What follows belongs to an exercise in optimizing a design on an open flow for small area and a short achievable clock period; a production flow would make more cautious choices. The RTL was checked by simulation tests, not by an equivalence proof against the original design.

File: flow/flow/run.sh
#!/bin/bash
# The standard layout (standard.sh), with each port buffered by a
# sky130_fd_sc_hd__buf_2 instead of the cell buffer_ports picks by default.
# make's full output goes to standard.log; ORFS writes each step's log under
# orfs/logs/.
set -euo pipefail
export BUFFER_PORTS_ARGS="-buffer_cell sky130_fd_sc_hd__buf_2"
bash standard.sh > standard.log 2>&1
File: flow/standard.sh
#!/bin/bash
# synth_recipe.tcl (not shown) runs the flow's synth.tcl, then flattens the netlist and writes it again
# the make line also repeats each setting of config.mk as NAME=value (left out here)
make -C /OpenROAD-flow-scripts/flow DESIGN_CONFIG=/design/flow/config.mk WORK_HOME=/design/flow/orfs CLKGATE_MAP_FILE= SYNTH_SCRIPT=/design/flow/synth_recipe.tcl "${@:-finish}"
File: flow/config.mk
export PLATFORM = sky130hd
export DESIGN_NAME = scr_curve_thr
export DESIGN_NICKNAME = scr_curve_thr
export VERILOG_FILES = /design/flow/design.v
export SDC_FILE = /design/flow/constraint.sdc
export NUM_CORES = 4
export LEC_CHECK = 0
export ABC_CLOCK_PERIOD_IN_PS = 40000
export CAP_MARGIN = 50
export CORE_MARGIN = 2
export CORE_UTILIZATION = 40
export PLACE_DENSITY = 0.6
export SLEW_MARGIN = 75
export SYNTH_HIERARCHICAL = 1
export SYNTH_MINIMUM_KEEP_SIZE = 0
File: flow/constraint.sdc
create_clock -name core_clock -period 70.0 [get_ports {clk}]
set_input_delay 14.0000 -clock core_clock [delete_from_list [all_inputs] [get_ports {clk}]]
set_output_delay 14.0000 -clock core_clock [all_outputs]
set_load 0.01 [all_outputs]
File: flow/design.v
module scr_curve_thr (
    input             clk,
    input             rst,
    input             in_valid,
    input      [11:0] g,           
    input      [95:0] curve,       
    input      [55:0] thr,         
    input      [2:0]  nbnd,        
    input             off,         
    output reg        out_valid,
    output reg [11:0] v,
    output reg [2:0]  level
);
    wire [11:0] pa, pb, su;
    wire        dec, m0;
    scr_pick u_pick (.g(g), .curve(curve), .pa(pa), .pb(pb), .s(su), .dec(dec), .m0(m0));
    reg        s_valid;
    reg [11:0] s_pa, s_pb, s_s;
    reg        s_dec, s_m0;
    reg [55:0] s_thr;
    reg [2:0]  s_nbnd;
    reg        s_off;
    always @(posedge clk) begin
        if (rst) s_valid <= 1'b0;
        else     s_valid <= in_valid;
        s_pa   <= pa;
        s_pb   <= pb;
        s_s    <= su;
        s_dec  <= dec;
        s_m0   <= m0;
        s_thr  <= thr;
        s_nbnd <= nbnd;
        s_off  <= off;
    end
    reg  [11:0] w;
    integer i;
    always @(*)
        for (i = 0; i < 12; i = i + 1)
            w[i] = s_s[i] ^ (~s_dec & ((s_s & ((12'd1 << i) - 12'd1)) == ((12'd1 << i) - 12'd1)))
                 ^ s_m0;
    wire pp0_0 = ~(w[0] ? s_pb[0] : s_pa[0]);
    wire pp0_1 = ~(w[0] ? s_pb[1] : s_pa[1]);
    wire pp0_2 = ~(w[0] ? s_pb[2] : s_pa[2]);
    wire pp0_3 = ~(w[0] ? s_pb[3] : s_pa[3]);
    wire pp0_4 = ~(w[0] ? s_pb[4] : s_pa[4]);
    wire pp0_5 = ~(w[0] ? s_pb[5] : s_pa[5]);
    wire pp0_6 = ~(w[0] ? s_pb[6] : s_pa[6]);
    wire pp0_7 = ~(w[0] ? s_pb[7] : s_pa[7]);
    wire pp0_8 = ~(w[0] ? s_pb[8] : s_pa[8]);
    wire pp0_9 = ~(w[0] ? s_pb[9] : s_pa[9]);
    wire pp0_10 = ~(w[0] ? s_pb[10] : s_pa[10]);
    wire pp0_11 = ~(w[0] ? s_pb[11] : s_pa[11]);
    wire pp1_0 = ~(w[1] ? s_pb[0] : s_pa[0]);
    wire pp1_1 = ~(w[1] ? s_pb[1] : s_pa[1]);
    wire pp1_2 = ~(w[1] ? s_pb[2] : s_pa[2]);
    wire pp1_3 = ~(w[1] ? s_pb[3] : s_pa[3]);
    wire pp1_4 = ~(w[1] ? s_pb[4] : s_pa[4]);
    wire pp1_5 = ~(w[1] ? s_pb[5] : s_pa[5]);
    wire pp1_6 = ~(w[1] ? s_pb[6] : s_pa[6]);
    wire pp1_7 = ~(w[1] ? s_pb[7] : s_pa[7]);
    wire pp1_8 = ~(w[1] ? s_pb[8] : s_pa[8]);
    wire pp1_9 = ~(w[1] ? s_pb[9] : s_pa[9]);
    wire pp1_10 = ~(w[1] ? s_pb[10] : s_pa[10]);
    wire pp1_11 = ~(w[1] ? s_pb[11] : s_pa[11]);
    wire pp2_0 = ~(w[2] ? s_pb[0] : s_pa[0]);
    wire pp2_1 = ~(w[2] ? s_pb[1] : s_pa[1]);
    wire pp2_2 = ~(w[2] ? s_pb[2] : s_pa[2]);
    wire pp2_3 = ~(w[2] ? s_pb[3] : s_pa[3]);
    wire pp2_4 = ~(w[2] ? s_pb[4] : s_pa[4]);
    wire pp2_5 = ~(w[2] ? s_pb[5] : s_pa[5]);
    wire pp2_6 = ~(w[2] ? s_pb[6] : s_pa[6]);
    wire pp2_7 = ~(w[2] ? s_pb[7] : s_pa[7]);
    wire pp2_8 = ~(w[2] ? s_pb[8] : s_pa[8]);
    wire pp2_9 = ~(w[2] ? s_pb[9] : s_pa[9]);
    wire pp2_10 = ~(w[2] ? s_pb[10] : s_pa[10]);
    wire pp2_11 = ~(w[2] ? s_pb[11] : s_pa[11]);
    wire pp3_0 = ~(w[3] ? s_pb[0] : s_pa[0]);
    wire pp3_1 = ~(w[3] ? s_pb[1] : s_pa[1]);
    wire pp3_2 = ~(w[3] ? s_pb[2] : s_pa[2]);
    wire pp3_3 = ~(w[3] ? s_pb[3] : s_pa[3]);
    wire pp3_4 = ~(w[3] ? s_pb[4] : s_pa[4]);
    wire pp3_5 = ~(w[3] ? s_pb[5] : s_pa[5]);
    wire pp3_6 = ~(w[3] ? s_pb[6] : s_pa[6]);
    wire pp3_7 = ~(w[3] ? s_pb[7] : s_pa[7]);
    wire pp3_8 = ~(w[3] ? s_pb[8] : s_pa[8]);
    wire pp3_9 = ~(w[3] ? s_pb[9] : s_pa[9]);
    wire pp3_10 = ~(w[3] ? s_pb[10] : s_pa[10]);
    wire pp3_11 = ~(w[3] ? s_pb[11] : s_pa[11]);
    wire pp4_0 = ~(w[4] ? s_pb[0] : s_pa[0]);
    wire pp4_1 = ~(w[4] ? s_pb[1] : s_pa[1]);
    wire pp4_2 = ~(w[4] ? s_pb[2] : s_pa[2]);
    wire pp4_3 = ~(w[4] ? s_pb[3] : s_pa[3]);
    wire pp4_4 = ~(w[4] ? s_pb[4] : s_pa[4]);
    wire pp4_5 = ~(w[4] ? s_pb[5] : s_pa[5]);
    wire pp4_6 = ~(w[4] ? s_pb[6] : s_pa[6]);
    wire pp4_7 = ~(w[4] ? s_pb[7] : s_pa[7]);
    wire pp4_8 = ~(w[4] ? s_pb[8] : s_pa[8]);
    wire pp4_9 = ~(w[4] ? s_pb[9] : s_pa[9]);
    wire pp4_10 = ~(w[4] ? s_pb[10] : s_pa[10]);
    wire pp4_11 = ~(w[4] ? s_pb[11] : s_pa[11]);
    wire pp5_0 = ~(w[5] ? s_pb[0] : s_pa[0]);
    wire pp5_1 = ~(w[5] ? s_pb[1] : s_pa[1]);
    wire pp5_2 = ~(w[5] ? s_pb[2] : s_pa[2]);
    wire pp5_3 = ~(w[5] ? s_pb[3] : s_pa[3]);
    wire pp5_4 = ~(w[5] ? s_pb[4] : s_pa[4]);
    wire pp5_5 = ~(w[5] ? s_pb[5] : s_pa[5]);
    wire pp5_6 = ~(w[5] ? s_pb[6] : s_pa[6]);
    wire pp5_7 = ~(w[5] ? s_pb[7] : s_pa[7]);
    wire pp5_8 = ~(w[5] ? s_pb[8] : s_pa[8]);
    wire pp5_9 = ~(w[5] ? s_pb[9] : s_pa[9]);
    wire pp5_10 = ~(w[5] ? s_pb[10] : s_pa[10]);
    wire pp5_11 = ~(w[5] ? s_pb[11] : s_pa[11]);
    wire pp6_0 = ~(w[6] ? s_pb[0] : s_pa[0]);
    wire pp6_1 = ~(w[6] ? s_pb[1] : s_pa[1]);
    wire pp6_2 = ~(w[6] ? s_pb[2] : s_pa[2]);
    wire pp6_3 = ~(w[6] ? s_pb[3] : s_pa[3]);
    wire pp6_4 = ~(w[6] ? s_pb[4] : s_pa[4]);
    wire pp6_5 = ~(w[6] ? s_pb[5] : s_pa[5]);
    wire pp6_6 = ~(w[6] ? s_pb[6] : s_pa[6]);
    wire pp6_7 = ~(w[6] ? s_pb[7] : s_pa[7]);
    wire pp6_8 = ~(w[6] ? s_pb[8] : s_pa[8]);
    wire pp6_9 = ~(w[6] ? s_pb[9] : s_pa[9]);
    wire pp6_10 = ~(w[6] ? s_pb[10] : s_pa[10]);
    wire pp6_11 = ~(w[6] ? s_pb[11] : s_pa[11]);
    wire pp7_0 = ~(w[7] ? s_pb[0] : s_pa[0]);
    wire pp7_1 = ~(w[7] ? s_pb[1] : s_pa[1]);
    wire pp7_2 = ~(w[7] ? s_pb[2] : s_pa[2]);
    wire pp7_3 = ~(w[7] ? s_pb[3] : s_pa[3]);
    wire pp7_4 = ~(w[7] ? s_pb[4] : s_pa[4]);
    wire pp7_5 = ~(w[7] ? s_pb[5] : s_pa[5]);
    wire pp7_6 = ~(w[7] ? s_pb[6] : s_pa[6]);
    wire pp7_7 = ~(w[7] ? s_pb[7] : s_pa[7]);
    wire pp7_8 = ~(w[7] ? s_pb[8] : s_pa[8]);
    wire pp7_9 = ~(w[7] ? s_pb[9] : s_pa[9]);
    wire pp7_10 = ~(w[7] ? s_pb[10] : s_pa[10]);
    wire pp7_11 = ~(w[7] ? s_pb[11] : s_pa[11]);
    wire pp8_0 = ~(w[8] ? s_pb[0] : s_pa[0]);
    wire pp8_1 = ~(w[8] ? s_pb[1] : s_pa[1]);
    wire pp8_2 = ~(w[8] ? s_pb[2] : s_pa[2]);
    wire pp8_3 = ~(w[8] ? s_pb[3] : s_pa[3]);
    wire pp8_4 = ~(w[8] ? s_pb[4] : s_pa[4]);
    wire pp8_5 = ~(w[8] ? s_pb[5] : s_pa[5]);
    wire pp8_6 = ~(w[8] ? s_pb[6] : s_pa[6]);
    wire pp8_7 = ~(w[8] ? s_pb[7] : s_pa[7]);
    wire pp8_8 = ~(w[8] ? s_pb[8] : s_pa[8]);
    wire pp8_9 = ~(w[8] ? s_pb[9] : s_pa[9]);
    wire pp8_10 = ~(w[8] ? s_pb[10] : s_pa[10]);
    wire pp8_11 = ~(w[8] ? s_pb[11] : s_pa[11]);
    wire pp9_0 = ~(w[9] ? s_pb[0] : s_pa[0]);
    wire pp9_1 = ~(w[9] ? s_pb[1] : s_pa[1]);
    wire pp9_2 = ~(w[9] ? s_pb[2] : s_pa[2]);
    wire pp9_3 = ~(w[9] ? s_pb[3] : s_pa[3]);
    wire pp9_4 = ~(w[9] ? s_pb[4] : s_pa[4]);
    wire pp9_5 = ~(w[9] ? s_pb[5] : s_pa[5]);
    wire pp9_6 = ~(w[9] ? s_pb[6] : s_pa[6]);
    wire pp9_7 = ~(w[9] ? s_pb[7] : s_pa[7]);
    wire pp9_8 = ~(w[9] ? s_pb[8] : s_pa[8]);
    wire pp9_9 = ~(w[9] ? s_pb[9] : s_pa[9]);
    wire pp9_10 = ~(w[9] ? s_pb[10] : s_pa[10]);
    wire pp9_11 = ~(w[9] ? s_pb[11] : s_pa[11]);
    wire pp10_0 = ~(w[10] ? s_pb[0] : s_pa[0]);
    wire pp10_1 = ~(w[10] ? s_pb[1] : s_pa[1]);
    wire pp10_2 = ~(w[10] ? s_pb[2] : s_pa[2]);
    wire pp10_3 = ~(w[10] ? s_pb[3] : s_pa[3]);
    wire pp10_4 = ~(w[10] ? s_pb[4] : s_pa[4]);
    wire pp10_5 = ~(w[10] ? s_pb[5] : s_pa[5]);
    wire pp10_6 = ~(w[10] ? s_pb[6] : s_pa[6]);
    wire pp10_7 = ~(w[10] ? s_pb[7] : s_pa[7]);
    wire pp10_8 = ~(w[10] ? s_pb[8] : s_pa[8]);
    wire pp10_9 = ~(w[10] ? s_pb[9] : s_pa[9]);
    wire pp10_10 = ~(w[10] ? s_pb[10] : s_pa[10]);
    wire pp10_11 = ~(w[10] ? s_pb[11] : s_pa[11]);
    wire pp11_0 = ~(w[11] ? s_pb[0] : s_pa[0]);
    wire pp11_1 = ~(w[11] ? s_pb[1] : s_pa[1]);
    wire pp11_2 = ~(w[11] ? s_pb[2] : s_pa[2]);
    wire pp11_3 = ~(w[11] ? s_pb[3] : s_pa[3]);
    wire pp11_4 = ~(w[11] ? s_pb[4] : s_pa[4]);
    wire pp11_5 = ~(w[11] ? s_pb[5] : s_pa[5]);
    wire pp11_6 = ~(w[11] ? s_pb[6] : s_pa[6]);
    wire pp11_7 = ~(w[11] ? s_pb[7] : s_pa[7]);
    wire pp11_8 = ~(w[11] ? s_pb[8] : s_pa[8]);
    wire pp11_9 = ~(w[11] ? s_pb[9] : s_pa[9]);
    wire pp11_10 = ~(w[11] ? s_pb[10] : s_pa[10]);
    wire pp11_11 = ~(w[11] ? s_pb[11] : s_pa[11]);
    wire s1, c2;
    scr_ha ha3 (.a(pp0_2), .b(pp1_1), .s(s1), .co(c2));
    wire s4, c5;
    scr_ha ha6 (.a(pp0_3), .b(pp1_2), .s(s4), .co(c5));
    wire s7, c8;
    scr_fa fa9 (.a(pp2_1), .b(pp3_0), .c(c2), .s(s7), .co(c8));
    wire s10, c11;
    scr_ha ha12 (.a(pp0_4), .b(pp1_3), .s(s10), .co(c11));
    wire s13, c14;
    scr_fa fa15 (.a(pp2_2), .b(pp3_1), .c(pp4_0), .s(s13), .co(c14));
    wire s16, c17;
    scr_fa fa18 (.a(c5), .b(s10), .c(s13), .s(s16), .co(c17));
    wire s19, c20;
    scr_ha ha21 (.a(pp0_5), .b(pp1_4), .s(s19), .co(c20));
    wire s22, c23;
    scr_fa fa24 (.a(pp2_3), .b(pp3_2), .c(pp4_1), .s(s22), .co(c23));
    wire s25, c26;
    scr_fa fa27 (.a(pp5_0), .b(c11), .c(c14), .s(s25), .co(c26));
    wire s28, c29;
    scr_fa fa30 (.a(s19), .b(s22), .c(c17), .s(s28), .co(c29));
    wire s31, c32;
    scr_ha ha33 (.a(pp0_6), .b(pp1_5), .s(s31), .co(c32));
    wire s34, c35;
    scr_fa fa36 (.a(pp2_4), .b(pp3_3), .c(pp4_2), .s(s34), .co(c35));
    wire s37, c38;
    scr_fa fa39 (.a(pp5_1), .b(pp6_0), .c(c20), .s(s37), .co(c38));
    wire s40, c41;
    scr_fa fa42 (.a(c23), .b(s31), .c(s34), .s(s40), .co(c41));
    wire s43, c44;
    scr_fa fa45 (.a(c26), .b(s37), .c(s40), .s(s43), .co(c44));
    wire s46, c47;
    scr_ha ha48 (.a(pp0_7), .b(pp1_6), .s(s46), .co(c47));
    wire s49, c50;
    scr_fa fa51 (.a(pp2_5), .b(pp3_4), .c(pp4_3), .s(s49), .co(c50));
    wire s52, c53;
    scr_fa fa54 (.a(pp5_2), .b(pp6_1), .c(pp7_0), .s(s52), .co(c53));
    wire s55, c56;
    scr_fa fa57 (.a(c32), .b(c35), .c(s46), .s(s55), .co(c56));
    wire s58, c59;
    scr_fa fa60 (.a(s49), .b(s52), .c(c38), .s(s58), .co(c59));
    wire s61, c62;
    scr_fa fa63 (.a(c41), .b(s55), .c(s58), .s(s61), .co(c62));
    wire s64, c65;
    scr_ha ha66 (.a(pp0_8), .b(pp1_7), .s(s64), .co(c65));
    wire s67, c68;
    scr_fa fa69 (.a(pp2_6), .b(pp3_5), .c(pp4_4), .s(s67), .co(c68));
    wire s70, c71;
    scr_fa fa72 (.a(pp5_3), .b(pp6_2), .c(pp7_1), .s(s70), .co(c71));
    wire s73, c74;
    scr_fa fa75 (.a(pp8_0), .b(c47), .c(c50), .s(s73), .co(c74));
    wire s76, c77;
    scr_fa fa78 (.a(c53), .b(s64), .c(s67), .s(s76), .co(c77));
    wire s79, c80;
    scr_fa fa81 (.a(s70), .b(c56), .c(s73), .s(s79), .co(c80));
    wire s82, c83;
    scr_fa fa84 (.a(s76), .b(c59), .c(s79), .s(s82), .co(c83));
    wire s85, c86;
    scr_ha ha87 (.a(pp0_9), .b(pp1_8), .s(s85), .co(c86));
    wire s88, c89;
    scr_fa fa90 (.a(pp2_7), .b(pp3_6), .c(pp4_5), .s(s88), .co(c89));
    wire s91, c92;
    scr_fa fa93 (.a(pp5_4), .b(pp6_3), .c(pp7_2), .s(s91), .co(c92));
    wire s94, c95;
    scr_fa fa96 (.a(pp8_1), .b(pp9_0), .c(c65), .s(s94), .co(c95));
    wire s97, c98;
    scr_fa fa99 (.a(c68), .b(c71), .c(s85), .s(s97), .co(c98));
    wire s100, c101;
    scr_fa fa102 (.a(s88), .b(s91), .c(c74), .s(s100), .co(c101));
    wire s103, c104;
    scr_fa fa105 (.a(c77), .b(s94), .c(s97), .s(s103), .co(c104));
    wire s106, c107;
    scr_fa fa108 (.a(s100), .b(c80), .c(s103), .s(s106), .co(c107));
    wire s109, c110;
    scr_ha ha111 (.a(pp0_10), .b(pp10_0), .s(s109), .co(c110));
    wire s112, c113;
    scr_fa fa114 (.a(pp1_9), .b(pp2_8), .c(pp3_7), .s(s112), .co(c113));
    wire s115, c116;
    scr_fa fa117 (.a(pp4_6), .b(pp5_5), .c(pp6_4), .s(s115), .co(c116));
    wire s118, c119;
    scr_fa fa120 (.a(pp7_3), .b(pp8_2), .c(pp9_1), .s(s118), .co(c119));
    wire s121, c122;
    scr_fa fa123 (.a(c86), .b(c89), .c(c92), .s(s121), .co(c122));
    wire s124, c125;
    scr_fa fa126 (.a(s109), .b(s112), .c(s115), .s(s124), .co(c125));
    wire s127, c128;
    scr_fa fa129 (.a(s118), .b(c95), .c(c98), .s(s127), .co(c128));
    wire s130, c131;
    scr_fa fa132 (.a(s121), .b(s124), .c(c101), .s(s130), .co(c131));
    wire s133, c134;
    scr_fa fa135 (.a(s127), .b(c104), .c(s130), .s(s133), .co(c134));
    wire s136, c137;
    scr_fa fa138 (.a(pp0_11), .b(pp10_1), .c(pp11_0), .s(s136), .co(c137));
    wire s139, c140;
    scr_fa fa141 (.a(pp1_10), .b(pp2_9), .c(pp3_8), .s(s139), .co(c140));
    wire s142, c143;
    scr_fa fa144 (.a(pp4_7), .b(pp5_6), .c(pp6_5), .s(s142), .co(c143));
    wire s145, c146;
    scr_fa fa147 (.a(pp7_4), .b(pp8_3), .c(pp9_2), .s(s145), .co(c146));
    wire s148, c149;
    scr_fa fa150 (.a(c110), .b(c113), .c(c116), .s(s148), .co(c149));
    wire s151, c152;
    scr_fa fa153 (.a(c119), .b(s136), .c(s139), .s(s151), .co(c152));
    wire s154, c155;
    scr_fa fa156 (.a(s142), .b(s145), .c(c122), .s(s154), .co(c155));
    wire s157, c158;
    scr_fa fa159 (.a(c125), .b(s148), .c(s151), .s(s157), .co(c158));
    wire s160, c161;
    scr_fa fa162 (.a(s154), .b(c128), .c(s157), .s(s160), .co(c161));
    wire s163, c164;
    scr_fa fa165 (.a(c131), .b(s160), .c(c134), .s(s163), .co(c164));
    wire s166, c167;
    scr_fa fa168 (.a(pp10_2), .b(pp11_1), .c(pp1_11), .s(s166), .co(c167));
    wire s169, c170;
    scr_fa fa171 (.a(pp2_10), .b(pp3_9), .c(pp4_8), .s(s169), .co(c170));
    wire s172, c173;
    scr_fa fa174 (.a(pp5_7), .b(pp6_6), .c(pp7_5), .s(s172), .co(c173));
    wire s175, c176;
    scr_fa fa177 (.a(pp8_4), .b(pp9_3), .c(c137), .s(s175), .co(c176));
    wire s178, c179;
    scr_fa fa180 (.a(c140), .b(c143), .c(c146), .s(s178), .co(c179));
    wire s181, c182;
    scr_fa fa183 (.a(s166), .b(s169), .c(s172), .s(s181), .co(c182));
    wire s184, c185;
    scr_fa fa186 (.a(c149), .b(c152), .c(s175), .s(s184), .co(c185));
    wire s187, c188;
    scr_fa fa189 (.a(s178), .b(s181), .c(c155), .s(s187), .co(c188));
    wire s190, c191;
    scr_fa fa192 (.a(s184), .b(c158), .c(s187), .s(s190), .co(c191));
    wire s193, c194;
    scr_fa fa195 (.a(c161), .b(s190), .c(c164), .s(s193), .co(c194));
    wire s196, c197;
    scr_fa fa198 (.a(pp10_3), .b(pp11_2), .c(pp2_11), .s(s196), .co(c197));
    wire s199, c200;
    scr_fa fa201 (.a(pp3_10), .b(pp4_9), .c(pp5_8), .s(s199), .co(c200));
    wire s202, c203;
    scr_fa fa204 (.a(pp6_7), .b(pp7_6), .c(pp8_5), .s(s202), .co(c203));
    wire s205, c206;
    scr_fa fa207 (.a(pp9_4), .b(c167), .c(c170), .s(s205), .co(c206));
    wire s208, c209;
    scr_fa fa210 (.a(c173), .b(s196), .c(s199), .s(s208), .co(c209));
    wire s211, c212;
    scr_fa fa213 (.a(s202), .b(c176), .c(c179), .s(s211), .co(c212));
    wire s214, c215;
    scr_fa fa216 (.a(c182), .b(s205), .c(s208), .s(s214), .co(c215));
    wire s217, c218;
    scr_fa fa219 (.a(s211), .b(c185), .c(s214), .s(s217), .co(c218));
    wire s220, c221;
    scr_fa fa222 (.a(c188), .b(s217), .c(c191), .s(s220), .co(c221));
    wire s223, c224;
    scr_fa fa225 (.a(pp10_4), .b(pp11_3), .c(pp3_11), .s(s223), .co(c224));
    wire s226, c227;
    scr_fa fa228 (.a(pp4_10), .b(pp5_9), .c(pp6_8), .s(s226), .co(c227));
    wire s229, c230;
    scr_fa fa231 (.a(pp7_7), .b(pp8_6), .c(pp9_5), .s(s229), .co(c230));
    wire s232, c233;
    scr_fa fa234 (.a(c197), .b(c200), .c(c203), .s(s232), .co(c233));
    wire s235, c236;
    scr_fa fa237 (.a(s223), .b(s226), .c(s229), .s(s235), .co(c236));
    wire s238, c239;
    scr_fa fa240 (.a(c206), .b(c209), .c(s232), .s(s238), .co(c239));
    wire s241, c242;
    scr_fa fa243 (.a(s235), .b(c212), .c(s238), .s(s241), .co(c242));
    wire s244, c245;
    scr_fa fa246 (.a(c215), .b(c218), .c(s241), .s(s244), .co(c245));
    wire s247, c248;
    scr_fa fa249 (.a(pp10_5), .b(pp11_4), .c(pp4_11), .s(s247), .co(c248));
    wire s250, c251;
    scr_fa fa252 (.a(pp5_10), .b(pp6_9), .c(pp7_8), .s(s250), .co(c251));
    wire s253, c254;
    scr_fa fa255 (.a(pp8_7), .b(pp9_6), .c(c224), .s(s253), .co(c254));
    wire s256, c257;
    scr_fa fa258 (.a(c227), .b(c230), .c(s247), .s(s256), .co(c257));
    wire s259, c260;
    scr_fa fa261 (.a(s250), .b(c233), .c(c236), .s(s259), .co(c260));
    wire s262, c263;
    scr_fa fa264 (.a(s253), .b(s256), .c(c239), .s(s262), .co(c263));
    wire s265, c266;
    scr_fa fa267 (.a(s259), .b(c242), .c(s262), .s(s265), .co(c266));
    wire s268, c269;
    scr_fa fa270 (.a(pp10_6), .b(pp11_5), .c(pp5_11), .s(s268), .co(c269));
    wire s271, c272;
    scr_fa fa273 (.a(pp6_10), .b(pp7_9), .c(pp8_8), .s(s271), .co(c272));
    wire s274, c275;
    scr_fa fa276 (.a(pp9_7), .b(c248), .c(c251), .s(s274), .co(c275));
    wire s277, c278;
    scr_fa fa279 (.a(s268), .b(s271), .c(c254), .s(s277), .co(c278));
    wire s280, c281;
    scr_fa fa282 (.a(c257), .b(s274), .c(s277), .s(s280), .co(c281));
    wire s283, c284;
    scr_fa fa285 (.a(c260), .b(c263), .c(s280), .s(s283), .co(c284));
    wire s286, c287;
    scr_fa fa288 (.a(pp10_7), .b(pp11_6), .c(pp6_11), .s(s286), .co(c287));
    wire s289, c290;
    scr_fa fa291 (.a(pp7_10), .b(pp8_9), .c(pp9_8), .s(s289), .co(c290));
    wire s292, c293;
    scr_fa fa294 (.a(c269), .b(c272), .c(s286), .s(s292), .co(c293));
    wire s295, c296;
    scr_fa fa297 (.a(s289), .b(c275), .c(s292), .s(s295), .co(c296));
    wire s298, c299;
    scr_fa fa300 (.a(c278), .b(s295), .c(c281), .s(s298), .co(c299));
    wire s301, c302;
    scr_fa fa303 (.a(pp10_8), .b(pp11_7), .c(pp7_11), .s(s301), .co(c302));
    wire s304, c305;
    scr_fa fa306 (.a(pp8_10), .b(pp9_9), .c(c287), .s(s304), .co(c305));
    wire s307, c308;
    scr_fa fa309 (.a(c290), .b(s301), .c(c293), .s(s307), .co(c308));
    wire s310, c311;
    scr_fa fa312 (.a(s304), .b(s307), .c(c296), .s(s310), .co(c311));
    wire s313, c314;
    scr_fa fa315 (.a(pp10_9), .b(pp11_8), .c(pp8_11), .s(s313), .co(c314));
    wire s316, c317;
    scr_fa fa318 (.a(pp9_10), .b(c302), .c(s313), .s(s316), .co(c317));
    wire s319, c320;
    scr_fa fa321 (.a(c305), .b(s316), .c(c308), .s(s319), .co(c320));
    wire s322, c323;
    scr_fa fa324 (.a(pp10_10), .b(pp11_9), .c(pp9_11), .s(s322), .co(c323));
    wire s325, c326;
    scr_fa fa327 (.a(c314), .b(s322), .c(c317), .s(s325), .co(c326));
    wire s328, c329;
    scr_fa fa330 (.a(pp10_11), .b(pp11_10), .c(c323), .s(s328), .co(c329));
    wire [23:0] q, qn;
    assign q = ~qn;
    wire s331 = ~pp0_0;
    wire c332 = pp0_0;
    assign qn[0] = s331;
    wire s333, c334;
    scr_fa fa335 (.a(pp0_1), .b(pp1_0), .c(c332), .s(s333), .co(c334));
    assign qn[1] = s333;
    wire s336, c337;
    scr_fa fa338 (.a(pp2_0), .b(s1), .c(c334), .s(s336), .co(c337));
    assign qn[2] = s336;
    wire s339, c340;
    scr_fa fa341 (.a(s4), .b(s7), .c(c337), .s(s339), .co(c340));
    assign qn[3] = s339;
    wire s342, c343;
    scr_fa fa344 (.a(c8), .b(s16), .c(c340), .s(s342), .co(c343));
    assign qn[4] = s342;
    wire s345, c346;
    scr_fa fa347 (.a(s25), .b(s28), .c(c343), .s(s345), .co(c346));
    assign qn[5] = s345;
    wire s348, c349;
    scr_fa fa350 (.a(c29), .b(s43), .c(c346), .s(s348), .co(c349));
    assign qn[6] = s348;
    wire s351, c352;
    scr_fa fa353 (.a(c44), .b(s61), .c(c349), .s(s351), .co(c352));
    assign qn[7] = s351;
    wire s354, c355;
    scr_fa fa356 (.a(c62), .b(s82), .c(c352), .s(s354), .co(c355));
    assign qn[8] = s354;
    wire s357, c358;
    scr_fa fa359 (.a(c83), .b(s106), .c(c355), .s(s357), .co(c358));
    assign qn[9] = s357;
    wire s360, c361;
    scr_fa fa362 (.a(c107), .b(s133), .c(c358), .s(s360), .co(c361));
    assign qn[10] = s360;
    wire s363 = ~(s163 ^ c361);
    wire c364 = s163 | c361;
    assign qn[11] = s363;
    wire s365 = ~(s193 ^ c364);
    wire c366 = s193 | c364;
    assign qn[12] = s365;
    wire s367, c368;
    scr_fa fa369 (.a(s220), .b(c194), .c(c366), .s(s367), .co(c368));
    assign qn[13] = s367;
    wire s370, c371;
    scr_fa fa372 (.a(s244), .b(c221), .c(c368), .s(s370), .co(c371));
    assign qn[14] = s370;
    wire s373, c374;
    scr_fa fa375 (.a(c245), .b(s265), .c(c371), .s(s373), .co(c374));
    assign qn[15] = s373;
    wire s376, c377;
    scr_fa fa378 (.a(c266), .b(s283), .c(c374), .s(s376), .co(c377));
    assign qn[16] = s376;
    wire s379, c380;
    scr_fa fa381 (.a(c284), .b(s298), .c(c377), .s(s379), .co(c380));
    assign qn[17] = s379;
    wire s382, c383;
    scr_fa fa384 (.a(s310), .b(c299), .c(c380), .s(s382), .co(c383));
    assign qn[18] = s382;
    wire s385, c386;
    scr_fa fa387 (.a(c311), .b(s319), .c(c383), .s(s385), .co(c386));
    assign qn[19] = s385;
    wire s388, c389;
    scr_fa fa390 (.a(s325), .b(c320), .c(c386), .s(s388), .co(c389));
    assign qn[20] = s388;
    wire s391, c392;
    scr_fa fa393 (.a(s328), .b(c326), .c(c389), .s(s391), .co(c392));
    assign qn[21] = s391;
    wire s394, c395;
    scr_fa fa396 (.a(pp11_11), .b(c329), .c(c392), .s(s394), .co(c395));
    assign qn[22] = s394;
    assign qn[23] = c395;
    wire [11:0] qa = q[23:12];
    wire [11:0] qb = q[11:0];
    reg  [11:0] v_c;
    reg         k;
    always @(*) begin
        k = 1'b0;
        for (i = 0; i < 12; i = i + 1)
            k = (qa[i] & qb[i]) | (qa[i] & k) | (qb[i] & k);
        for (i = 0; i < 12; i = i + 1)
            v_c[i] = qa[i] ^ (k & ((qa & ((12'd1 << i) - 12'd1)) == ((12'd1 << i) - 12'd1)));
    end
    reg  [6:0] hit;
    reg  [8:0] tb;
    reg        gt;
    integer b, j;
    always @(*) begin
        for (b = 0; b < 7; b = b + 1) begin
            tb = {s_thr[8 * b +: 8], 1'b0};
            gt = 1'b0;
            for (j = 0; j < 9; j = j + 1)
                gt = (v_c[3 + j] & ~tb[j]) | ((v_c[3 + j] | ~tb[j]) & gt);
            hit[b] = gt & (b + 1 <= s_nbnd) & ~s_off;
        end
    end
    wire h1s = hit[0] ^ hit[1] ^ hit[2];
    wire h1c = (hit[0] & hit[1]) | (hit[0] & hit[2]) | (hit[1] & hit[2]);
    wire h2s = hit[3] ^ hit[4] ^ hit[5];
    wire h2c = (hit[3] & hit[4]) | (hit[3] & hit[5]) | (hit[4] & hit[5]);
    wire h3s = h1s ^ h2s ^ hit[6];
    wire h3c = (h1s & h2s) | (h1s & hit[6]) | (h2s & hit[6]);
    wire h4s = h1c ^ h2c ^ h3c;
    wire h4c = (h1c & h2c) | (h1c & h3c) | (h2c & h3c);
    wire [2:0] cnt = {h4c, h4s, h3s};
    always @(posedge clk) begin
        if (rst) out_valid <= 1'b0;
        else     out_valid <= s_valid;
        v     <= v_c;
        level <= cnt;
    end
endmodule
module scr_pick (
    input      [11:0] g,
    input      [95:0] curve,
    output     [11:0] pa,
    output     [11:0] pb,
    output     [11:0] s,
    output            dec,
    output            m0
);
    wire [2:0]  g3 = g[11:9];
    reg  [2:0]  b0, b1;
    reg         x0, x1;
    integer k, i;
    always @(*) begin
        for (k = 0; k < 3; k = k + 1) begin
            x0 = 1'b0;
            x1 = 1'b1;
            for (i = 0; i < 3; i = i + 1) begin
                x0 = (~g[3 * k + i] & g3[i]) | ((~g[3 * k + i] | g3[i]) & x0);
                x1 = (~g[3 * k + i] & g3[i]) | ((~g[3 * k + i] | g3[i]) & x1);
            end
            b0[k] = x0;
            b1[k] = x1;
        end
    end
    wire        l1 = b0[0] ? b1[1] : b0[1];
    wire        lt = l1 ? b1[2] : b0[2];
    assign      dec = lt | (&g);                   
    reg  [3:0]  ea0, ea1, ob0, ob1;                
    always @(*) begin
        case (g3)
            3'd0:    begin ea0 = 4'b0001; ea1 = 4'b0001; ob0 = 4'b0001; ob1 = 4'b0001; end
            3'd1:    begin ea0 = 4'b0010; ea1 = 4'b0001; ob0 = 4'b0001; ob1 = 4'b0001; end
            3'd2:    begin ea0 = 4'b0010; ea1 = 4'b0010; ob0 = 4'b0010; ob1 = 4'b0001; end
            3'd3:    begin ea0 = 4'b0100; ea1 = 4'b0010; ob0 = 4'b0010; ob1 = 4'b0010; end
            3'd4:    begin ea0 = 4'b0100; ea1 = 4'b0100; ob0 = 4'b0100; ob1 = 4'b0010; end
            3'd5:    begin ea0 = 4'b1000; ea1 = 4'b0100; ob0 = 4'b0100; ob1 = 4'b0100; end
            3'd6:    begin ea0 = 4'b1000; ea1 = 4'b1000; ob0 = 4'b1000; ob1 = 4'b0100; end
            default: begin ea0 = 4'b1000; ea1 = 4'b1000; ob0 = 4'b1000; ob1 = 4'b1000; end
        endcase
    end
    wire [3:0]  ea = lt ? ea1 : ea0;
    wire [3:0]  ob = lt ? ob1 : ob0;
    assign pa = ({12{ea[0]}} & curve[11:0])  | ({12{ea[1]}} & curve[35:24])
              | ({12{ea[2]}} & curve[59:48]) | ({12{ea[3]}} & curve[83:72]);
    assign pb = ({12{ob[0]}} & curve[23:12]) | ({12{ob[1]}} & curve[47:36])
              | ({12{ob[2]}} & curve[71:60]) | ({12{ob[3]}} & curve[95:84]);
    scr_rot u_rot (.g(g), .s(s));
    assign m0 = g[9] ^ dec;
endmodule
module scr_rot (
    input      [11:0] g,
    output     [11:0] s
);
    assign s = {g[8:0], g[11:9]} + ~g;
endmodule
module scr_fa (input a, input b, input c, output s, output co);
    assign s  = a ^ b ^ c;
    assign co = (a & b) | (a & c) | (b & c);
endmodule
module scr_ha (input a, input b, output s, output co);
    assign s  = a ^ b;
    assign co = a & b;
endmodule
==> results of run 1 <==
Yosys stat by module (local to each module, per instance):
| module | cells inside | times used |
|---|---|---|
| scr_fa | 1 | 121 |
| scr_pick | 168 | 1 |
| scr_rot | 66 | 1 |
| scr_curve_thr | 634 | 1 |
| scr_ha | 1 | 9 |
cells in the mapped netlist, types with 4 or more instances:
cell / n / area, sq um
and2_1: 7 / 43.8
nor4_1: 4 / 25.0
buf_1: 4 / 15.0
a31oi_1: 8 / 50.1
nand4_1: 19 / 119
a211o_1: 4 / 35.0
mux2i_1: 146 / 1460
nand2b_1: 9 / 56.3
o21a_1: 5 / 37.5
xnor2_1: 28 / 245
or2_2: 4 / 25.0
nand3_1: 33 / 165
o2111ai_1: 4 / 35.0
a22oi_1: 9 / 67.6
maj3_1: 4 / 40.0
fa_1: 126 / 2520
o21ai_0: 30 / 150
o31ai_1: 7 / 52.6
o22ai_1: 11 / 68.8
a211oi_1: 7 / 52.6
and3_1: 4 / 25.0
a22o_1: 14 / 123
a21oi_1: 31 / 155
o31a_1: 4 / 35.0
clkbuf_1: 55 / 206
or3_1: 6 / 37.5
o211ai_1: 6 / 45.0
nor3_1: 13 / 65.1
xor2_1: 12 / 105
dfxtp_1: 115 / 2300
nand2_1: 39 / 146
maj3_2: 7 / 78.8
inv_1: 40 / 150
buf_6: 4 / 45.0
nor2b_1: 6 / 37.5
ha_1: 24 / 300
o21ai_1: 5 / 25.0
nor2_1: 43 / 161
a221o_1: 13 / 130
a21o_1: 7 / 52.6
buf_2: 9 / 45.0
a32oi_1: 12 / 105
per-layer routing:
metal / wire length (microns) / share of wire
met5: 0 / 0
met4: 691 / 0.023
met3: 2390 / 0.079
met2: 14400 / 0.48
met1: 12700 / 0.42
cell type report:
type                            count  share of cell area
Inverter                           42              0.0129
Multi-Input combinational cell    767               0.625
Clock buffer                       17              0.0342
Clock inverter                     15              0.0129
Tap cell                          330              0.0332
Timing Repair Buffer              223              0.0934
Antenna cell                        1            0.000201
Sequential cell                   115               0.188
stage by stage:
step | util | setup slack, ps
after global placement | 0.454 | 53350
after detailed placement | 0.468 | 53480
final | 0.494 | 53890
after floorplan | - | 54120
after global routing | 0.494 | 53830
after CTS | 0.491 | 53920
kinds of logic after synthesis:
kind of cell / count (synthesis)
AO/OA/AOI/OAI: 221
XOR/XNOR: 41
adder cells (fa/ha/maj): 161
buffers and inverters: 116
flip-flops: 115
multiplexers: 146
AND/OR/NAND/NOR: 198
state kept, by name, indices dropped and copies added, names as in the netlist, 3 cells and up:
name    count
s_pa       12
s_pb       12
s_thr      56
v          12
s_nbnd      3
s_s        12
level       3
path summary, 6_finish.rpt:
check | start | endpoint | slack, ps | cells after the start
worst max-delay path | g[11] | s_pa[7]$_DFF_P_ | 53890 | 10
worst min-delay path | s_valid$_SDFF_PP0_ | out_valid$_SDFF_PP0_ | 450 | 1
worst max register to register | s_m0$_DFF_P_ | level[1]$_DFF_P_ | 55190 | 47
worst min register to register | s_valid$_SDFF_PP0_ | out_valid$_SDFF_PP0_ | 450 | 1
==> impl_metrics.tcl, run 1 <==
set metrics [dict create \
    status "timing/DRC/antenna clean" \
    hold_buffers 0 \
    report.final.slew_viol_count 0 \
    multiInputGateArea_sq_um 7770 \
    period_needed_ps 16110 \
    pin_count 187 \
    synth_top_family_by_area "adder cells" \
    start_util 0.408 \
    h-tree-depth 4 \
    place_area_sq_um 11800 \
    hold_class "flip-flop to flip-flop" \
    dp_cells 1476 \
    clock-sinks 115 \
    rows 58 \
    final_hold_viol_count 0 \
    cp_common_cell "buf_1" \
    cp.buffers_inverters 4 \
    gp_congestion 0.858 \
    max_stage_delay_ps 390 \
    vias_per_cell 5.69 \
    max-cap-violations 0 \
    synth_mux_area_frac 0.142 \
    port_buffers 186 \
    root_buffer "clkbuf_16" \
    vias 8591 \
    yosys_warnings 8 \
    slowest_stage "a221o_1" \
    skew_ps 11.9 \
    setup_viol 0 \
    worst_setup_path_start_kind "primary input" \
    antenna_found_initial 0 \
    fp.coreArea_sq_um 25200 \
    finalNetCount 1487 \
    fin_setup_tns_ps 0 \
    grt_pass1_wl_mm 47.6 \
    synthSimpleGateAreaFrac 0.0983 \
    clk_pin_slew_ps 60 \
    worstPathCellList "buf_4, inv_1, a21o_1, a22oi_4, o41ai_4, buf_1, buf_1, o2bb2ai_1, a22o_2, a221o_1" \
    grt_setup_unrepaired "false" \
    ys_ff_latch 115 \
    critPathRequiredTime_ps 70310 \
    syn_avg_cell_area_sq_um 10.3 \
    use_met1 0.293 \
    final_common_cell "buf_2" \
    cts_resized 0 \
    worstSetupEndpointType "flip-flop" \
    arrival_ps 16410 \
    grt_pass1_vias 9016 \
    cts_tree "built" \
    hold_ws_ps 446 \
    final_cells 1510 \
    fmax_ghz 0.0621 \
    grt_max_degree 31 \
    seq_area_sq_um 2340 \
    critical_path.top_delay_family "compound AO/OA/AOI/OAI gates" \
    synthAdderAreaFrac 0.286 \
    synth_fp_nets 1319 \
    netlist_area_sq_um 10300 \
    met2_usage 0.383 \
    worst_pin_slew_ps 365 \
    synthCells 998 \
    firstDrtPassIters 5 \
    slew_headroom 0.757 \
    met3_usage 0.0447 \
    die_h_microns 164 \
    first_iter_violations 627 \
    ys_seq_area_frac 0.224 \
    finalCritPeriodShare 0.230 \
    wl_per_cell_microns 20.0 \
    finalWirelength_mm 30.2 \
    synth_ff_type "dfxtp_1" \
    synth_edf_count 0 \
    grt-busiest-layer "met2" \
    cts_setup_buffers 0 \
    fp.dieW_microns 164 \
    cts_buffers 17 \
    synth_compound_area_frac 0.167 \
    die-area_sq_um 27000 \
    hpwlAfterDp_mm 22.6 \
    async_flop_share 0 \
    cts_buffer_depth 2 \
    drive_gt1_frac 0.280 \
    track_usage 0.229 \
    crit_type "primary input to flip-flop" \
    areaGrowthSynthToFinish_pct 20.9 \
    drc_errors 0 \
    final_cell_mix "buf_2, mux2i_1, fa_1" \
    fill_cells 2313 \
    grt-ovfl-total 0 \
    yosysUniqueCellTypes 84 \
    cp_max_fo 30 \
    ant_nets 0 \
    yosys.area_share.xor_xnor 0.0357 \
    clk_latency_ps 430 \
    final_area_sq_um 12400 \
]
==> run 2: changes to the inputs <==
--- a/flow/config.mk
+++ b/flow/config.mk
@@ -6,10 +6,10 @@
 export NUM_CORES = 4
 export LEC_CHECK = 0
 export ABC_CLOCK_PERIOD_IN_PS = 40000
-export CAP_MARGIN = 50
+export CAP_MARGIN = 20
 export CORE_MARGIN = 2
 export CORE_UTILIZATION = 40
 export PLACE_DENSITY = 0.6
-export SLEW_MARGIN = 75
+export SLEW_MARGIN = 20
 export SYNTH_HIERARCHICAL = 1
 export SYNTH_MINIMUM_KEEP_SIZE = 0
==> run 2 against run 1 <==
Worst setup slack worse by 250 ps. Utilization is 1.6 points lower. First-iteration DRC count decreased by 1.3%. Wire length down 1.5%. Critical endpoint is now s_pb[7]$_DFF_P_.
==> impl_metrics.tcl, run 2 <==
set metrics [dict create \
    status "timing/DRC/antenna clean" \
    synth_top_family_by_area "adder cells" \
    hold_ws_ps 446 \
    syn_avg_cell_area_sq_um 10.3 \
    track_usage 0.224 \
    ys_ff_latch 115 \
    cp_max_fo 30 \
    antenna_found_initial 0 \
    vias 8504 \
    fp.coreArea_sq_um 25200 \
    grt_pass1_vias 8775 \
    crit_type "primary input to flip-flop" \
    grt-ovfl-total 0 \
    die_h_microns 164 \
    async_flop_share 0 \
    largest_reg_flops 56 \
    synth_mux_area_frac 0.142 \
    wl_per_cell_microns 20.0 \
    start_util 0.408 \
    cts_setup_buffers 0 \
    worst_setup_path_start_kind "primary input" \
    final_cells 1489 \
    slew_headroom 0.278 \
    drc_errors 0 \
    synth_fp_nets 1319 \
    cts_resized 0 \
    port_buffers 186 \
    grt_pass1_wl_mm 47.0 \
    areaGrowthSynthToFinish_pct 17.0 \
    fp.dieW_microns 164 \
    die-area_sq_um 27000 \
    max-cap-violations 0 \
    h-tree-depth 4 \
    final_cell_mix "buf_2, mux2i_1, fa_1" \
    dp_cells 1456 \
    cts_buffer_depth 2 \
    vias_per_cell 5.71 \
    synth_compound_area_frac 0.167 \
    yosysUniqueCellTypes 84 \
    finalNetCount 1466 \
    synth_top_area_frac 0.245 \
    period_needed_ps 16360 \
    finalWirelength_mm 29.8 \
    synth_edf_count 0 \
    synth_commonest_cells "mux2i_1, fa_1, dfxtp_1, clkbuf_1, nor2_1" \
    firstDrtPassIters 5 \
    netlist_top_cells_area "fa_1, dfxtp_1, mux2i_1" \
    yosys_warnings 8 \
    finalCritPeriodShare 0.234 \
    skew_ps 10.9 \
    arrival_ps 16720 \
    root_buffer "clkbuf_16" \
    drive_gt1_frac 0.230 \
    setup_viol 0 \
    critPathRequiredTime_ps 70360 \
    final_hold_viol_count 0 \
    hold_buffers 0 \
    synthAdderAreaFrac 0.286 \
    post-synth-top-count-cell "mux2i_1" \
    synthSimpleGateAreaFrac 0.0983 \
    cts_tree "built" \
    pin_count 187 \
    cts_buffers 17 \
    hpwlAfterDp_mm 22.0 \
    rows 58 \
    clock-sinks 115 \
    yosys.area_share.xor_xnor 0.0357 \
    layout_setup_ws_ps 53640 \
    netlist_area_sq_um 10300 \
    fill_cells 2341 \
    gp_congestion 0.858 \
    clk_latency_ps 430 \
    fin_setup_tns_ps 0 \
    largest_register "s_thr" \
    final_common_cell "buf_2" \
    synth_ff_type "dfxtp_1" \
    ys_seq_area_frac 0.224 \
    hold_class "flip-flop to flip-flop" \
    yosysTopAreaCell "fa_1" \
    worst_pin_slew_ps 1080 \
    dp_slack_ps 53310 \
    fmax_ghz 0.0611 \
    grt_max_degree 31 \
    first_iter_violations 619 \
    synthCells 998 \
    clk_pin_slew_ps 60 \
    grt_setup_unrepaired "false" \
    ant_nets 0 \
    worstSetupEndpointType "flip-flop" \
    report.final.slew_viol_count 0 \
]
-- run 2: cell families (layout without fill, tap and decap cells) --
logic type | Yosys count | count (layout)
compound gates | 221 | 221
other cells | 0 | 1
buf+inv | 116 | 276
xor+xnor | 41 | 41
flops | 115 | 115
mux | 146 | 146
simple gates | 198 | 198
fa+ha+maj | 161 | 161
-- run 2: path summary, 6_finish.rpt --
kind	start	to	slack, ps	depth (start not counted)
min	s_valid$_SDFF_PP0_	out_valid$_SDFF_PP0_	450	1
max reg2reg	s_m0$_DFF_P_	level[1]$_DFF_P_	54950	41
max	g[11]	s_pb[7]$_DFF_P_	53640	8
min reg2reg	s_valid$_SDFF_PP0_	out_valid$_SDFF_PP0_	450	1
-- run 2: stage by stage --
stage                     area [sq um]  utilization
after floorplan                  10300            -
after global placement           11400        0.454
after detailed placement         11400        0.454
after CTS                        12000        0.478
after global routing             12000        0.478
final                            12000        0.478
-- run 2: final cells by class --
type / count / area, sq um / area share
tap: 330 / 413 / 0.0343
antenna: 1 / 2.50 / 0.000208
inverter: 42 / 160 / 0.0133
clock buffer: 17 / 425 / 0.0353
sequential: 115 / 2300 / 0.191
multi-input combinational: 767 / 7510 / 0.624
clock inverter: 15 / 173 / 0.0143
timing repair buffer: 202 / 1050 / 0.0873
-- run 2: worst max-delay path, cell delays in order --
cell	delay [ps]
buf_2	460
inv_1	230
nor2_1	320
o31a_1	240
o41ai_4	140
a2111oi_2	1010
o21ai_0	190
nand3_1	130
-- run 2: routing by layer --
metal,GRT usage,share of wire,vias up
li1,-,-,3927
met1,0.300,0.44,4101
met2,0.373,0.47,420
met3,0.0326,0.072,56
met4,0.0750,0.023,0
met5,0,0,-
-- run 2: modules after synthesis (local to each module, per instance) --
module	copies in the design	flops+latches	area, sq um
scr_rot	1	0	477
scr_pick	1	0	1150
scr_ha	9	0	12.5
scr_curve_thr	1	115	6120
scr_fa	121	0	20.0
==> run 3: changes to the inputs <==
--- a/flow/design.v
+++ b/flow/design.v
@@ -557,13 +557,22 @@
     end
     wire [3:0]  ea = lt ? ea1 : ea0;
     wire [3:0]  ob = lt ? ob1 : ob0;
-    assign pa = ({12{ea[0]}} & curve[11:0])  | ({12{ea[1]}} & curve[35:24])
-              | ({12{ea[2]}} & curve[59:48]) | ({12{ea[3]}} & curve[83:72]);
-    assign pb = ({12{ob[0]}} & curve[23:12]) | ({12{ob[1]}} & curve[47:36])
-              | ({12{ob[2]}} & curve[71:60]) | ({12{ob[3]}} & curve[95:84]);
+    scr_sel4 u_sela (.sel(ea), .p0(curve[11:0]),  .p1(curve[35:24]), .p2(curve[59:48]), .p3(curve[83:72]), .y(pa));
+    scr_sel4 u_selb (.sel(ob), .p0(curve[23:12]), .p1(curve[47:36]), .p2(curve[71:60]), .p3(curve[95:84]), .y(pb));
     scr_rot u_rot (.g(g), .s(s));
     assign m0 = g[9] ^ dec;
 endmodule
+module scr_sel4 (
+    input      [3:0]  sel,
+    input      [11:0] p0,
+    input      [11:0] p1,
+    input      [11:0] p2,
+    input      [11:0] p3,
+    output     [11:0] y
+);
+    assign y = ({12{sel[0]}} & p0) | ({12{sel[1]}} & p1)
+             | ({12{sel[2]}} & p2) | ({12{sel[3]}} & p3);
+endmodule
 module scr_rot (
     input      [11:0] g,
     output     [11:0] s
==> run 3 against run 2 <==
Sequential cell count unchanged. Wire length down 3.8%. Area after synthesis down 1.4%. First-iteration DRC count down 5.7%. Clock skew up 8.9 ps. Critical path type unchanged.
==> impl_metrics.tcl, run 3 <==
set metrics [dict create \
    multiInputGateArea_sq_um 7340 \
    crit_type "primary input to flip-flop" \
    fp.dieW_microns 163 \
    grt_setup_unrepaired "false" \
    worst_pin_slew_ps 1090 \
    seq_area_sq_um 2300 \
    finalNetCount 1449 \
    worst_setup_path_start_kind "primary input" \
    start_util 0.405 \
    max-cap-violations 0 \
    root_buffer "clkbuf_16" \
    hold_buffers 0 \
    fp.coreArea_sq_um 25000 \
    period_needed_ps 16250 \
    final_common_cell "buf_2" \
    synth_ff_type "dfxtp_1" \
    async_flop_share 0 \
    wl_per_cell_microns 19.5 \
    cp_max_fo 17 \
    syn_avg_cell_area_sq_um 10.4 \
    clk_latency_ps 430 \
    yosysUniqueCellTypes 79 \
    gp_congestion 0.884 \
    die-area_sq_um 26600 \
    antenna_found_initial 1 \
    report.final.slew_viol_count 0 \
    cts_buffer_depth 2 \
    slew_headroom 0.270 \
    largest_reg_flops 56 \
    vias_per_cell 5.57 \
    finalWirelength_mm 28.6 \
    postLayoutCoreUtil 0.474 \
    place_area_sq_um 11200 \
    synth_top_area_frac 0.249 \
    max_stage_delay_ps 840 \
    drive_gt1_frac 0.229 \
    clock-sinks 115 \
    firstDrtPassIters 5 \
    synthCells 976 \
    grt_max_degree 21 \
    hold_ws_ps 460 \
    status "timing/DRC/antenna clean" \
    post-synth-top-count-cell "mux2i_1" \
    rows 58 \
    dp_cells 1439 \
    hold_depth 1 \
    path_depth 9 \
    fin_setup_tns_ps 0 \
    track_usage 0.221 \
    areaGrowthSynthToFinish_pct 16.9 \
    yosysTopAreaCell "fa_1" \
    final_hold_viol_count 0 \
    rr_worst_depth 41 \
    vias 8204 \
    critical_path.top_delay_family "compound AO/OA/AOI/OAI gates" \
    grt-ovfl-total 0 \
    final_area_sq_um 11900 \
    synth_commonest_cells "mux2i_1, fa_1, dfxtp_1, nand2_1, a22oi_1" \
    netlist_area_sq_um 10100 \
    arrival_ps 16610 \
    clk_pin_slew_ps 70 \
    worstPathCellList "buf_2, nand2b_1, and2_1, a2111oi_4, a2bb2oi_4, o21ai_0, a31oi_1, a22oi_1, nand2_1" \
    fill_cells 2412 \
    worstSetupEndpointType "flip-flop" \
    critPathRequiredTime_ps 70360 \
    port_buffers 186 \
    grt_pass1_wl_mm 45.8 \
    cts_resized 0 \
    cts_setup_buffers 0 \
    cts_tree "built" \
    slowest_stage "a31oi_1" \
    ys_ff_latch 115 \
    finalCritPeriodShare 0.232 \
    synth_edf_count 0 \
    skew_ps 19.8 \
    hold_class "flip-flop to flip-flop" \
    largest_register "s_thr" \
    final_cell_mix "buf_2, mux2i_1, fa_1" \
    die_h_microns 163 \
    final_cells 1472 \
    h-tree-depth 4 \
    drc_errors 0 \
    pin_count 187 \
    fmax_ghz 0.0615 \
    grt_pass1_vias 8592 \
    cp.buffers_inverters 1 \
    ant_nets 0 \
    first_iter_violations 584 \
    ys_seq_area_frac 0.227 \
    netlist_top_cells_area "fa_1, dfxtp_1, mux2i_1" \
    synth_fp_nets 1297 \
    yosys_warnings 8 \
    setup_viol 0 \
    hpwlAfterDp_mm 21.3 \
    cts_buffers 17 \
]
[run 3: kinds of logic (layout without fill, tap and decap cells)]
family,Yosys count,count (layout),share of synthesized area
compound gates,216,216,0.163
xor+xnor,41,41,0.0362
fa+ha+maj,160,160,0.289
buf+inv,109,274,0.0492
flops,115,115,0.227
mux,147,147,0.145
other cells,0,1,0
simple gates,188,188,0.0899
[run 3: final cells by class]
cell class | count | area share
sequential | 115 | 0.194
clock inverter | 14 | 0.0149
antenna | 1 | 0.000211
clock buffer | 18 | 0.0362
inverter | 42 | 0.0135
multi-input combinational | 752 | 0.619
timing repair buffer | 200 | 0.0874
tap | 330 | 0.0348
[run 3: metal layers]
layer,up-vias,share of wire,wire length [microns],global-route usage
met5,-,0,0,0
met1,4003,0.44,12600,0.292
met3,33,0.074,2110,0.0457
met4,0,0.013,384,0.0567
met2,360,0.47,13600,0.369
li1,3808,-,-,-
[run 3: path summary, 6_finish.rpt]
path | from | slack (ps) | to
setup / recovery | g[10] | 53750 | s_pa[7]$_DFF_P_
hold / removal | s_valid$_SDFF_PP0_ | 460 | out_valid$_SDFF_PP0_
setup reg to reg | s_m0$_DFF_P_ | 55040 | level[1]$_DFF_P_
hold reg to reg | s_valid$_SDFF_PP0_ | 460 | out_valid$_SDFF_PP0_
[run 3: per-stage QoR]
step                      setup slack, ps
after global routing                53530
after detailed placement            53370
after CTS                           53800
after global placement              53460
after floorplan                     54250
final                               53750
[run 3: per-module statistics from Yosys (local to each module, per instance)]
| module | times used | cells inside | cell area (sq um) | flops+latches |
|---|---|---|---|---|
| scr_fa | 121 | 1 | 20.0 | 0 |
| scr_ha | 9 | 1 | 12.5 | 0 |
| scr_pick | 1 | 66 | 470 | 0 |
| scr_curve_thr | 1 | 634 | 6120 | 115 |
| scr_sel4 | 2 | 40 | 267 | 0 |
| scr_rot | 1 | 66 | 477 | 0 |
==> run 4: changes to the inputs <==
--- a/flow/config.mk
+++ b/flow/config.mk
@@ -9,6 +9,7 @@
 export CAP_MARGIN = 20
 export CORE_MARGIN = 2
 export CORE_UTILIZATION = 40
+export CTS_BUF_LIST = sky130_fd_sc_hd__clkbuf_8
 export PLACE_DENSITY = 0.6
 export SLEW_MARGIN = 20
 export SYNTH_HIERARCHICAL = 1
==> run 4 against run 3 <==
Design area is 1.6% lower. Wire length is 0.22% lower. Die area stayed put. Critical endpoint unchanged. Largest cell class unchanged.
==> impl_metrics.tcl, run 4 <==
set metrics [dict create \
    async_flop_share 0 \
    finalCritPeriodShare 0.232 \
    max_stage_delay_ps 860 \
    synth_commonest_cells "mux2i_1, fa_1, dfxtp_1, nand2_1, a22oi_1" \
    fp.dieW_microns 163 \
    yosysTopAreaCell "fa_1" \
    hold_buffers 0 \
    met3_usage 0.0455 \
    fmax_ghz 0.0615 \
    final_cells 1472 \
    firstDrtPassIters 5 \
    largest_reg_flops 56 \
    grt_max_degree 21 \
    ys_seq_area_frac 0.227 \
    grt-ovfl-total 0 \
    yosysUniqueCellTypes 79 \
    slowest_stage "a31oi_1" \
    finalNetCount 1449 \
    gp_congestion 0.884 \
    synth_fp_nets 1297 \
    rows 58 \
    clk_latency_ps 470 \
    use_met1 0.291 \
    port_buffers 186 \
    syn_avg_cell_area_sq_um 10.4 \
    seq_area_sq_um 2300 \
    period_needed_ps 16250 \
    report.final.slew_viol_count 0 \
    hpwlAfterDp_mm 21.3 \
    final_common_cell "buf_2" \
    clock-sinks 115 \
    drc_errors 0 \
    worstPathCellList "buf_2, nand2b_1, and2_1, a2111oi_4, a2bb2oi_4, o21ai_0, a31oi_1, a22oi_1, nand2_1" \
    worst_setup_path_start_kind "primary input" \
    wl_per_cell_microns 19.4 \
    synth_top_area_frac 0.249 \
    final_cell_mix "buf_2, mux2i_1, fa_1" \
    finalWirelength_mm 28.6 \
    layout_setup_ws_ps 53750 \
    cts_buffers 17 \
    critPathRequiredTime_ps 70380 \
    start_util 0.405 \
    vias 8190 \
    cts_buffer_depth 2 \
    areaGrowthSynthToFinish_pct 15.1 \
    h-tree-depth 4 \
    final_hold_viol_count 0 \
    dp_slack_ps 53370 \
    worst_pin_slew_ps 1110 \
    root_buffer "clkbuf_8" \
    cts_resized 0 \
    cp.buffers_inverters 1 \
    synth_ff_type "dfxtp_1" \
    max-cap-violations 0 \
    die_h_microns 163 \
    drive_gt1_frac 0.229 \
    fp.coreArea_sq_um 25000 \
    worstSetupEndpointType "flip-flop" \
    fin_setup_tns_ps 0 \
    ant_nets 0 \
    cts_setup_buffers 0 \
    multiInputGateArea_sq_um 7340 \
    setup_viol 0 \
    die-area_sq_um 26600 \
    cts_tree "built" \
    netlist_top_cells_area "fa_1, dfxtp_1, mux2i_1" \
    hold_ws_ps 466 \
    antenna_found_initial 1 \
    dp_cells 1439 \
    yosys_warnings 8 \
    grt-busiest-layer "met2" \
    synthCells 976 \
    status "timing/DRC/antenna clean" \
    vias_per_cell 5.56 \
    hold_class "flip-flop to flip-flop" \
    first_iter_violations 493 \
    postLayoutCoreUtil 0.466 \
    arrival_ps 16630 \
    grt_setup_unrepaired "false" \
    track_usage 0.220 \
    slew_headroom 0.254 \
    grt_pass1_vias 8568 \
    largest_register "s_thr" \
    critical_path.top_delay_family "compound AO/OA/AOI/OAI gates" \
    synth_edf_count 0 \
    skew_ps 28.5 \
    crit_type "primary input to flip-flop" \
    pin_count 187 \
    grt_pass1_wl_mm 45.7 \
    fill_cells 2437 \
    cp_max_fo 17 \
    post-synth-top-count-cell "mux2i_1" \
    clk_pin_slew_ps 100 \
    netlist_area_sq_um 10100 \
    met2_usage 0.367 \
    ys_ff_latch 115 \
]
-- run 4: cell counts after synthesis --
No cell type changed its count.
-- run 4: final cells by class --
class	instances	area share
repair buffers	200	0.0888
multi-input cells	752	0.629
clock inverters	15	0.0154
well taps	330	0.0354
inverters	42	0.0137
diodes	1	0.000215
flip-flops and latches	115	0.197
clock buffers	17	0.0201
-- run 4: kinds of logic (layout without fill, tap and decap cells) --
| group | after synthesis | after routing | synth area share |
|---|---|---|---|
| compound gates | 216 | 216 | 0.163 |
| flops | 115 | 115 | 0.227 |
| simple gates | 188 | 188 | 0.0899 |
| xor+xnor | 41 | 41 | 0.0362 |
| buf+inv | 109 | 274 | 0.0492 |
| other cells | 0 | 1 | 0 |
| mux | 147 | 147 | 0.145 |
| fa+ha+maj | 160 | 160 | 0.289 |
-- run 4: worst paths after layout --
path / slack, ps / start / to / depth (start not counted)
setup / recovery: 53750 / g[10] / s_pa[7]$_DFF_P_ / 9
hold / removal: 470 / s_valid$_SDFF_PP0_ / out_valid$_SDFF_PP0_ / 1
setup reg to reg: 55080 / s_m0$_DFF_P_ / level[1]$_DFF_P_ / 41
hold reg to reg: 470 / s_valid$_SDFF_PP0_ / out_valid$_SDFF_PP0_ / 1
-- run 4: per-layer routing --
metal | vias to the layer above | wire, microns
li1 | 3797 | -
met1 | 4018 | 12500
met2 | 350 | 13600
met3 | 25 | 2140
met4 | 0 | 311
met5 | - | 0
-- run 4: through the flow --
step / cell area (sq um)
after floorplan: 10100
after CTS: 11700
after global routing: 11700
after detailed placement: 11200
after global placement: 11200
final: 11700
-- run 4: per-module statistics from Yosys (local to each module, per instance) --
module | cell area, sq um | copies in the design
scr_curve_thr | 6120 | 1
scr_fa | 20.0 | 121
scr_ha | 12.5 | 9
scr_pick | 470 | 1
scr_rot | 477 | 1
scr_sel4 | 267 | 2

-- static timing again, ports no longer ideal --
Ports are ideal in the flow. The routed layouts listed here were re-timed in OpenROAD.
Step 1, drivers: a clkbuf_16 drives clk and a buf_2 each remaining input, both assumed.
Step 2, shift: input delay + t, output delay - t, t = (earliest + latest rising clock arrival at the registers) / 2. This alone moves slack from input paths to output paths.
a / b / c = ideal ports / drivers / drivers and shift; a / b = the first two.
run | shift t [ns] | setup WS [ns] | latest minus earliest clock arrival (ns) | slew at the worst register clock pin (ns)
run 1 | 0.474 | 53.895 / 53.921 / 53.447 | 0.012 / 0.012 | 0.07 / 0.07
run 2 | 0.471 | 53.640 / 53.666 / 53.196 | 0.011 / 0.011 | 0.07 / 0.07
run 3 | 0.470 | 53.747 / 53.775 / 53.305 | 0.020 / 0.020 | 0.07 / 0.07
run 4 | 0.497 | 53.749 / 53.773 / 53.275 | 0.029 / 0.029 | 0.10 / 0.10
After both steps every run listed still meets setup and hold. For run 4, which loses most, drivers alone change the setup slack by +0.024 ns; drivers and shift together by -0.474 ns.
